What follows belongs to an exercise in optimizing a design on an open flow for small area, a short achievable clock period and few clock cycles; a production flow would make more cautious choices.
Where RTL was checked, it was by simulation tests only, not by an equivalence proof against the original.

## 01-17
==> flow/design.v (excerpt) <==
module cvu (
    input  wire        clk,
    input  wire        rst,
    input  wire        req_valid,
    output wire        req_ready,
    input  wire        req_write,
    input  wire [11:0] req_addr,
    input  wire [31:0] req_wdata,
    output reg         rsp_valid,
    output reg  [31:0] rsp_rdata,
    output reg         alert
);
    localparam [4:0] O_CTL = 5'd0,  O_CFG = 5'd1,
                     O_POLY_L = 5'd2, O_POLY_H = 5'd3,
                     O_INIT_L = 5'd4, O_INIT_H = 5'd5,
                     O_XOR_L = 5'd6,  O_XOR_H = 5'd7,
                     O_FOLD_L = 5'd8, O_FOLD_H = 5'd9,
                     O_VAL_L = 5'd10, O_VAL_H = 5'd11,
                     O_RES_L = 5'd12, O_RES_H = 5'd13,
                     O_COUNT = 5'd14,
                     O_FEED8 = 5'd16, O_FEED16 = 5'd17, O_FEED32 = 5'd18,
                     O_F64_LO = 5'd19, O_F64_HI = 5'd20;
    localparam [2:0] P_DONE = 3'd0, P_MQ = 3'd2, P_MU = 3'd3,
                     P_RS = 3'd5, P_RW = 3'd6, P_RW2 = 3'd7;
    localparam NF = 5;    
    integer i, j, k;
  ...
clock: 24.0 ns
lec_check: 0
cap_margin: 30
core_margin: 2
core_utilization: 30
place_density: 0.45
slew_margin: 30
standard.sh (not shown) runs the stock make flow with config.mk's settings and CLKGATE_MAP_FILE= SYNTH_SCRIPT=/design/flow/synth_recipe.tcl, a recipe that flattens the netlist after the stock synthesis.
==> flow/flow/run.sh <==
#!/bin/bash
set -euo pipefail
bash standard.sh SETUP_SLACK_MARGIN=18 CTS_CLUSTER_SIZE=25 CTS_CLUSTER_DIAMETER=80 CORE_UTILIZATION=50 PLACE_DENSITY=0.6 finish > standard.log 2>&1
Testbench counts of 01-17, summed over its fixed seeds: cycles 35,885.
The following lists how 12-16 was set up differently from 01-17:
--- a/flow/design.v
+++ b/flow/design.v
@@ -120,13 +120,13 @@
     reg        f_vs;        
     reg        f_mu;        
     reg        f_rd;        
     reg        f_ctx;
     reg        f_iA, f_iB, f_ip0, f_ip1, f_ii0, f_ii1, f_iv;
     reg        ib0, ib1;    
-    reg [5:0]  f_cs, f_ls;  
+    reg [5:0]  f_s;         
     reg        st_exec;     
     wire [63:0] vr0 = eng_ctx ? vB : vA;
     wire [63:0] vr1 = eng_ctx ? vA : vB;
     reg        ready_q;     
     reg        busy;        
     reg        rv, rw, rlov;
@@ -184,13 +184,12 @@
                 e_out = e_out ^ (e_pr >> (31 - j));
     end
     wire [63:0] f_in  = ({64{f_iA}}  & vA)      | ({64{f_iB}}  & vB) |
                         ({64{f_ip0}} & poly[0]) | ({64{f_ip1}} & poly[1]) |
                         ({64{f_ii0}} & init[0]) | ({64{f_ii1}} & init[1]) |
                         ({64{f_iv}}  & {rdw, val_lo[r_c]});
-    wire [5:0]  f_s   = f_st ? f_cs : f_ls;    
     wire [63:0] f_out = refl(f_in, f_s);
     wire        mq_ctx = (phase[1] == P_MQ);
     wire [15:1] mq_q   = q16(pr[mq_ctx][14:0]);
     wire        mu_ctx = f_ctx;
     wire [31:16] mu_q  = q32(pr[mu_ctx][30:0], {mu_ctx ? mu1[15:1] : mu0[15:1], 1'b1});
     wire r_start  = rv && r_start_q;
@@ -393,14 +392,13 @@
             f_iB      <= 1'b0;
             f_ip0     <= 1'b0;
             f_ip1     <= 1'b0;
             f_ii0     <= 1'b0;
             f_ii1     <= 1'b0;
             f_iv      <= 1'b0;
-            f_cs      <= 6'd32;
-            f_ls      <= 6'd32;
+            f_s       <= 6'd32;
             st_exec   <= 1'b0;
             f_mu      <= 1'b0;
             f_vs      <= 1'b0;
             f_rd      <= 1'b0;
             ib0       <= 1'b1;
             ib1       <= 1'b1;
@@ -428,14 +426,13 @@
             f_iB      <= g_rd && (x_c != eng_ctx_n);
             f_ip0     <= g_sf && !g_sctx;
             f_ip1     <= g_sf && g_sctx;
             f_ii0     <= g_mu && mu_n0;
             f_ii1     <= g_mu && !mu_n0;
             f_iv      <= g_vs;
-            f_cs      <= g_sctx ? cfg_s_n1 : cfg_s_n0;
-            f_ls      <= g_vctx ? l_s_n1 : l_s_n0;
+            f_s       <= g_sf ? (g_sctx ? cfg_s_n1 : cfg_s_n0) : (g_vctx ? l_s_n1 : l_s_n0);
             st_exec   <= x_v && x_start && x_idle && (fcnt_n <= NF - 2);
             f_mu      <= g_mu;
             f_vs      <= g_vs;
             f_rd      <= g_rd;
             ib0       <= (phase_n[0] == P_MQ) || (phase_n[0] == P_MU) || (phase_n[0] == P_RS) ||
                          (phase_n[0] == P_RW);
Findings:
On 12-16: number of vias in the routed layout is 654 higher than what 01-17 gave. The cell area reported after detailed placement on 12-16 is in line with that on 01-17. Final setup slack of the worst path (higher): 01-17. 12-16 ended up with a lower sequential cell count than 01-17 did. NOTE: share of the clock period used by the worst path after layout in 12-16 exceeds that of 01-17. In 12-16 relative to 01-17, via count of the first global-routing pass had gone up slightly. Of 01-17 and 12-16, the run reporting the higher cell count was 12-16. A worst-path cell with the longest stage delay of dfxtp_2 is what 01-17 shows, while a221oi_1 belongs to 12-16.
Testbench counts of 12-16, summed over its fixed seeds: cycles 35,885.

---

Another version of the RTL of cvu (not shown whole).
Size in the first run: ~1,600 flip-flops.
==> flow/config.mk <==
export PLATFORM = sky130hd
export DESIGN_NAME = cvu
export DESIGN_NICKNAME = cvu
export VERILOG_FILES = /design/flow/design.v
export SDC_FILE = /design/flow/constraint.sdc
export NUM_CORES = 8
export LEC_CHECK = 0
export CAP_MARGIN = 30
export CORE_MARGIN = 2
export CORE_UTILIZATION = 30
export PLACE_DENSITY = 0.45
export SLEW_MARGIN = 30
==> flow/constraint.sdc <==
create_clock -name core_clock -period 24.0 [get_ports {clk}]
set_input_delay 4.8000 -clock core_clock [delete_from_list [all_inputs] [get_ports {clk}]]
set_output_delay 4.8000 -clock core_clock [all_outputs]
set_load 0.01 [all_outputs]
==> flow/flow/run.sh <==
#!/bin/bash
set -euo pipefail
bash standard.sh SETUP_SLACK_MARGIN=18 CTS_CLUSTER_SIZE=25 CTS_CLUSTER_DIAMETER=80 finish > standard.log 2>&1
Testbench counts at the start, summed over its fixed seeds: cycles 35,877.
Then changed:
--- a/flow/design.v
+++ b/flow/design.v
@@ -89,14 +89,15 @@
     reg [1:0]  sticky;
     reg [1:0]  alert_en;
     reg [31:0] cnt_badw;
     reg        cfg_refin  [0:1];
     reg        cfg_refout [0:1];
     reg [3:0]  cfg_fl     [0:1];
     reg [6:0]  cfg_w      [0:1];
+    reg [5:0]  cfg_s      [0:1];     
     reg [63:0] poly   [0:1];
     reg [63:0] init   [0:1];
     reg [63:0] xorout [0:1];
     reg [63:0] fold   [0:1];
     reg [31:0] f64_lo [0:1];
     reg        f64_v  [0:1];
     reg [31:0] val_lo [0:1];
@@ -308,20 +309,18 @@
     wire g_rd  = !g_sf && !(mu_n0 || mu_n1) && !(vf_n0 || vf_n1);
     wire g_ctx = g_sf ? (rs_n0 ? 1'b0 : rs_n1 ? 1'b1 : x_c) :
                  g_mu ? !mu_n0 : g_vf ? !vf_n0 : x_c;
     wire eng_ctx_n = (fcnt_n != 3'd0) ? fctx_n[0] : eng_ctx;
     wire        g_vctx = (mu_n0 || mu_n1) ? !mu_n0 : (vf_n0 || vf_n1) ? !vf_n0 : x_c;
     wire        g_sctx = rs_n0 ? 1'b0 : rs_n1 ? 1'b1 : x_c;
     wire        cfgw_wr  = rv && r_wsel[0] && !r_bad_w;
-    wire [5:0]  cfg_s0   = 6'd0 - cfg_w[0][5:0];
-    wire [5:0]  cfg_s1   = 6'd0 - cfg_w[1][5:0];
-    wire [5:0]  cfg_s_n0 = (cfgw_wr && !r_c) ? 6'd0 - r_nw[5:0] : cfg_s0;
-    wire [5:0]  cfg_s_n1 = (cfgw_wr && r_c)  ? 6'd0 - r_nw[5:0] : cfg_s1;
-    wire [5:0]  l_s_n0   = (st_go && !st_ctx) ? cfg_s0 : l_s[0];
-    wire [5:0]  l_s_n1   = (st_go && st_ctx)  ? cfg_s1 : l_s[1];
+    wire [5:0]  cfg_s_n0 = (cfgw_wr && !r_c) ? 6'd0 - r_nw[5:0] : cfg_s[0];
+    wire [5:0]  cfg_s_n1 = (cfgw_wr && r_c)  ? 6'd0 - r_nw[5:0] : cfg_s[1];
+    wire [5:0]  l_s_n0   = (st_go && !st_ctx) ? cfg_s[0] : l_s[0];
+    wire [5:0]  l_s_n1   = (st_go && st_ctx)  ? cfg_s[1] : l_s[1];
     wire swap = (eng_ctx_n != eng_ctx);
     wire [63:0] r_res = (l_refout[r_c] ? (r_c ? vr1 : vr0) : f_out) ^ l_xor[r_c];
     wire [63:0] r_poly = poly[r_c], r_init = init[r_c], r_xor = xorout[r_c];
     wire [31:0] r_mlo = ({32{r_rsel[4]}} & r_poly[31:0])  | ({32{r_rsel[6]}} & r_init[31:0]) |
                         ({32{r_rsel[8]}} & r_xor[31:0]);
     wire [31:0] r_mhi = ({32{r_rsel[5]}} & r_poly[63:32]) | ({32{r_rsel[7]}} & r_init[63:32]) |
                         ({32{r_rsel[9]}} & r_xor[63:32]);
@@ -402,14 +401,15 @@
             for (i = 0; i < NF; i = i + 1)
                 fv[i] <= 1'b0;
             for (k = 0; k < 2; k = k + 1) begin
                 cfg_refin[k]  <= 1'b1;
                 cfg_refout[k] <= 1'b1;
                 cfg_fl[k]     <= 4'd0;
                 cfg_w[k]      <= 7'd32;
+                cfg_s[k]      <= 6'd32;
                 poly[k]       <= 64'h0000_0000_04C1_1DB7;
                 init[k]       <= 64'h0000_0000_FFFF_FFFF;
                 xorout[k]     <= 64'h0000_0000_FFFF_FFFF;
                 fold[k]       <= 64'd0;
                 f64_v[k]      <= 1'b0;
                 val_lo[k]     <= 32'd0;
             end
@@ -454,15 +454,15 @@
                          cnt_badw != 32'hFFFF_FFFF) begin
                 cnt_badw <= cnt_badw + 32'd1;
             end
             if (rv) begin
                 if (r_wsel[0]) begin
                     cfg_refin[r_c]  <= rdw[31];
                     cfg_refout[r_c] <= rdw[30];
-                    if (!r_bad_w)  cfg_w[r_c]  <= r_nw;
+                    if (!r_bad_w)  begin cfg_w[r_c] <= r_nw; cfg_s[r_c] <= 6'd0 - r_nw[5:0]; end
                     if (!r_bad_fl) cfg_fl[r_c] <= r_nfl;
                 end
                 if (r_wsel[1])  poly[r_c][31:0]    <= rdw & r_mask[31:0];
                 if (r_wsel[2])  poly[r_c][63:32]   <= rdw & r_mask[63:32];
                 if (r_wsel[3])  init[r_c][31:0]    <= rdw & r_mask[31:0];
                 if (r_wsel[4])  init[r_c][63:32]   <= rdw & r_mask[63:32];
                 if (r_wsel[5])  xorout[r_c][31:0]  <= rdw & r_mask[31:0];
@@ -501,14 +501,14 @@
         vB  <= (d_go && swap)  ? e_out : swap ? vA_r : vB_n;
         mA  <= swap ? mB_n : mA_n;
         mB  <= swap ? mA_n : mB_n;
         riA <= swap ? riB_n : riA_n;
         riB <= swap ? riA_n : riB_n;
         if (st_go) begin
             l_refout[st_ctx] <= cfg_refout[st_ctx];
-            l_s[st_ctx]      <= st_ctx ? cfg_s1 : cfg_s0;
+            l_s[st_ctx]      <= cfg_s[st_ctx];
             l_xor[st_ctx]    <= xorout[st_ctx] & (st_ctx ? cmask1 : cmask0);
             pr[st_ctx]       <= f_out;
             count[st_ctx]    <= 32'd0;
         end
     end
 endmodule
- The new run finished clean
- flip-flop and latch count goes up by 10
- area after synthesis goes down by about 0.37%
- global-route usage goes down by 0.18 points
- die area goes down by 0.37%
- clock-buffer cell count goes up by 11
Function not checked in the second run of this note: the RTL went through the layout flow alone.

---

Setup of red:
Another version of the RTL of cvu (not shown whole).
Size in the first run: about 13,000 cells after synthesis, about 120,000 um^2 of cells after synthesis.
export LEC_CHECK = 0
export CAP_MARGIN = 30
export CORE_MARGIN = 2
export CORE_UTILIZATION = 30
export PLACE_DENSITY = 0.45
export SLEW_MARGIN = 30
create_clock -name core_clock -period 24.0 [get_ports {clk}]
Scripts as last shown in full above: flow/flow/run.sh
red has completed all stages; timing, DRC and antenna checks passed.
> inputs changed (red -> blue)
-- flow/design.v --
<<< red, line 123
    reg        f_ctx;
    reg        f_sA;        
    reg        st_exec;     
    wire [63:0] vr0 = eng_ctx ? vB : vA;
    wire [63:0] vr1 = eng_ctx ? vA : vB;
    reg        ready_q;
    reg        rv, rw, rlov;
    reg [9:0]  ra;
>>> blue, line 123
    reg        f_ctx;
    reg        f_sA;        
    reg [5:0]  f_cs, f_ls;  
    reg        st_exec;     
    wire [63:0] vr0 = eng_ctx ? vB : vA;
    wire [63:0] vr1 = eng_ctx ? vA : vB;
    reg        ready_q;     
    reg        busy;        
    reg        rv, rw, rlov;
    reg [9:0]  ra;
<<< red, line 139
    wire       r_c     = ra[5];
    wire [4:0] r_off   = ra[4:0];
    wire       acc   = req_valid && ready_q;
    wire       wacc  = acc && req_write;
    wire       i_g   = (req_addr[11:5] == 7'd0);
>>> blue, line 141
    wire       r_c     = ra[5];
    wire [4:0] r_off   = ra[4:0];
    wire       acc   = req_valid && !busy;
    wire       wacc  = acc && req_write;
    wire       i_g   = (req_addr[11:5] == 7'd0);
<<< red, line 182
    end
    wire [63:0] f_in  = f_st ? poly[f_ctx] : f_sA ? vA : vB;
    wire [5:0]  f_s   = f_st ? cfg_s[f_ctx] : l_s[f_ctx];    
    wire [63:0] f_out = refl(f_in, f_s);
    wire        mq_ctx = (phase[1] == P_MQ);
>>> blue, line 184
    end
    wire [63:0] f_in  = f_st ? poly[f_ctx] : f_sA ? vA : vB;
    wire [5:0]  f_s   = f_st ? f_cs : f_ls;    
    wire [63:0] f_out = refl(f_in, f_s);
    wire        mq_ctx = (phase[1] == P_MQ);
<<< red, line 309
    wire eng_ctx_n = (fcnt_n != 3'd0) ? fctx_n[0] : eng_ctx;
    wire        g_vctx = (mu_n0 || mu_n1) ? !mu_n0 : (vf_n0 || vf_n1) ? !vf_n0 : x_c;
    wire swap = (eng_ctx_n != eng_ctx);
    wire [63:0] r_res = (l_refout[r_c] ? (r_c ? vr1 : vr0) : f_out) ^ l_xor[r_c];
>>> blue, line 311
    wire eng_ctx_n = (fcnt_n != 3'd0) ? fctx_n[0] : eng_ctx;
    wire        g_vctx = (mu_n0 || mu_n1) ? !mu_n0 : (vf_n0 || vf_n1) ? !vf_n0 : x_c;
    wire        g_sctx = rs_n0 ? 1'b0 : rs_n1 ? 1'b1 : x_c;
    wire        cfgw_wr  = rv && r_wsel[0] && !r_bad_w;
    wire [5:0]  cfg_s_n0 = (cfgw_wr && !r_c) ? 6'd0 - r_nw[5:0] : cfg_s[0];
    wire [5:0]  cfg_s_n1 = (cfgw_wr && r_c)  ? 6'd0 - r_nw[5:0] : cfg_s[1];
    wire [5:0]  l_s_n0   = (st_go && !st_ctx) ? cfg_s[0] : l_s[0];
    wire [5:0]  l_s_n1   = (st_go && st_ctx)  ? cfg_s[1] : l_s[1];
    wire swap = (eng_ctx_n != eng_ctx);
    wire [63:0] r_res = (l_refout[r_c] ? (r_c ? vr1 : vr0) : f_out) ^ l_xor[r_c];
<<< red, line 371
            cnt_badw  <= 32'd0;
            ready_q   <= 1'b0;
            rv        <= 1'b0;
            rsp_valid <= 1'b0;
>>> blue, line 379
            cnt_badw  <= 32'd0;
            ready_q   <= 1'b0;
            busy      <= 1'b1;
            rv        <= 1'b0;
            rsp_valid <= 1'b0;
<<< red, line 381
            f_st      <= 1'b1;      
            f_sA      <= 1'b0;
            st_exec   <= 1'b0;
            f_mu      <= 1'b0;
>>> blue, line 390
            f_st      <= 1'b1;      
            f_sA      <= 1'b0;
            f_cs      <= 6'd32;
            f_ls      <= 6'd32;
            st_exec   <= 1'b0;
            f_mu      <= 1'b0;
<<< red, line 405
        end else begin
            ready_q   <= ready_n;
            rv        <= x_v;
            rsp_valid <= rdone;
>>> blue, line 416
        end else begin
            ready_q   <= ready_n;
            busy      <= !ready_n;
            rv        <= x_v;
            rsp_valid <= rdone;
<<< red, line 418
            f_st      <= g_sf;
            f_sA      <= (g_vctx == eng_ctx_n);
            st_exec   <= x_v && x_start && x_idle && (fcnt_n <= NF - 2);
            f_mu      <= g_mu;
>>> blue, line 430
            f_st      <= g_sf;
            f_sA      <= (g_vctx == eng_ctx_n);
            f_cs      <= g_sctx ? cfg_s_n1 : cfg_s_n0;
            f_ls      <= g_vctx ? l_s_n1 : l_s_n0;
            st_exec   <= x_v && x_start && x_idle && (fcnt_n <= NF - 2);
            f_mu      <= g_mu;
<<< red, line 459
    always @(posedge clk) begin
        rsp_rdata <= rdata;
        if (acc) begin
            rw   <= req_write;
            ra   <= req_addr[11:2];
>>> blue, line 473
    always @(posedge clk) begin
        rsp_rdata <= rdata;
        if (!(rv && !r_exec)) begin
            rw   <= req_write;
            ra   <= req_addr[11:2];
The source of the critical timing path comes out f_ctx$_SDFF_PP0_ in one run and ready_q$_SDFF_PP0_ in the other, namely in blue and red respectively.
The final reports for blue and red show final critical-path share of the clock period lower in the former.
Compare blue and red | placer congestion estimate lower: red
Diff red -> blue: routed wire length grew by 1.4%; minimum clock period shrank by 0.17 ns.
No run of this note included a check of the RTL's function; only the layout flow was run.

[separate check: timing with driven ports]
How much do the figures lean on ideal ports? The routed layouts below were timed once more, with nothing changed but the port constraints. Step 1 sets driving cells, clkbuf_16 on the clock port and buf_2 on the other inputs (assumed; they add their load-dependent delay and slew). Step 2 moves the port delays by t, midway between the first and last clock arrival at a register: inputs arrive t later, outputs are due t later. That takes back most of the time a late clock gives input paths. Three values: ideal, step 1, step 2; two values: the first two.
| run | t, ns | setup slack, ns | worst register clock-pin slew, ns |
|---|---|---|---|
| 01-17 | 0.876 | 17.978 / 17.878 / 17.199 | 0.11 / 0.11 |
| 12-16 | 0.892 | 17.778 / 17.773 / 17.176 | 0.11 / 0.11 |
| the first run of note 2 | 1.002 | 17.758 / 17.648 / 16.986 | 0.11 / 0.11 |
| the second run of note 2 | 1.009 | 17.726 / 17.617 / 17.012 | 0.11 / 0.11 |
| red | 1.026 | 17.617 / 17.511 / 17.011 | 0.11 / 0.11 |
| blue | 0.995 | 17.788 / 17.708 / 16.986 | 0.11 / 0.11 |
After both steps setup and hold are still met in every run listed. The setup slack of blue, which loses most, moves by -0.080 ns with the drivers and by -0.802 ns with both steps.
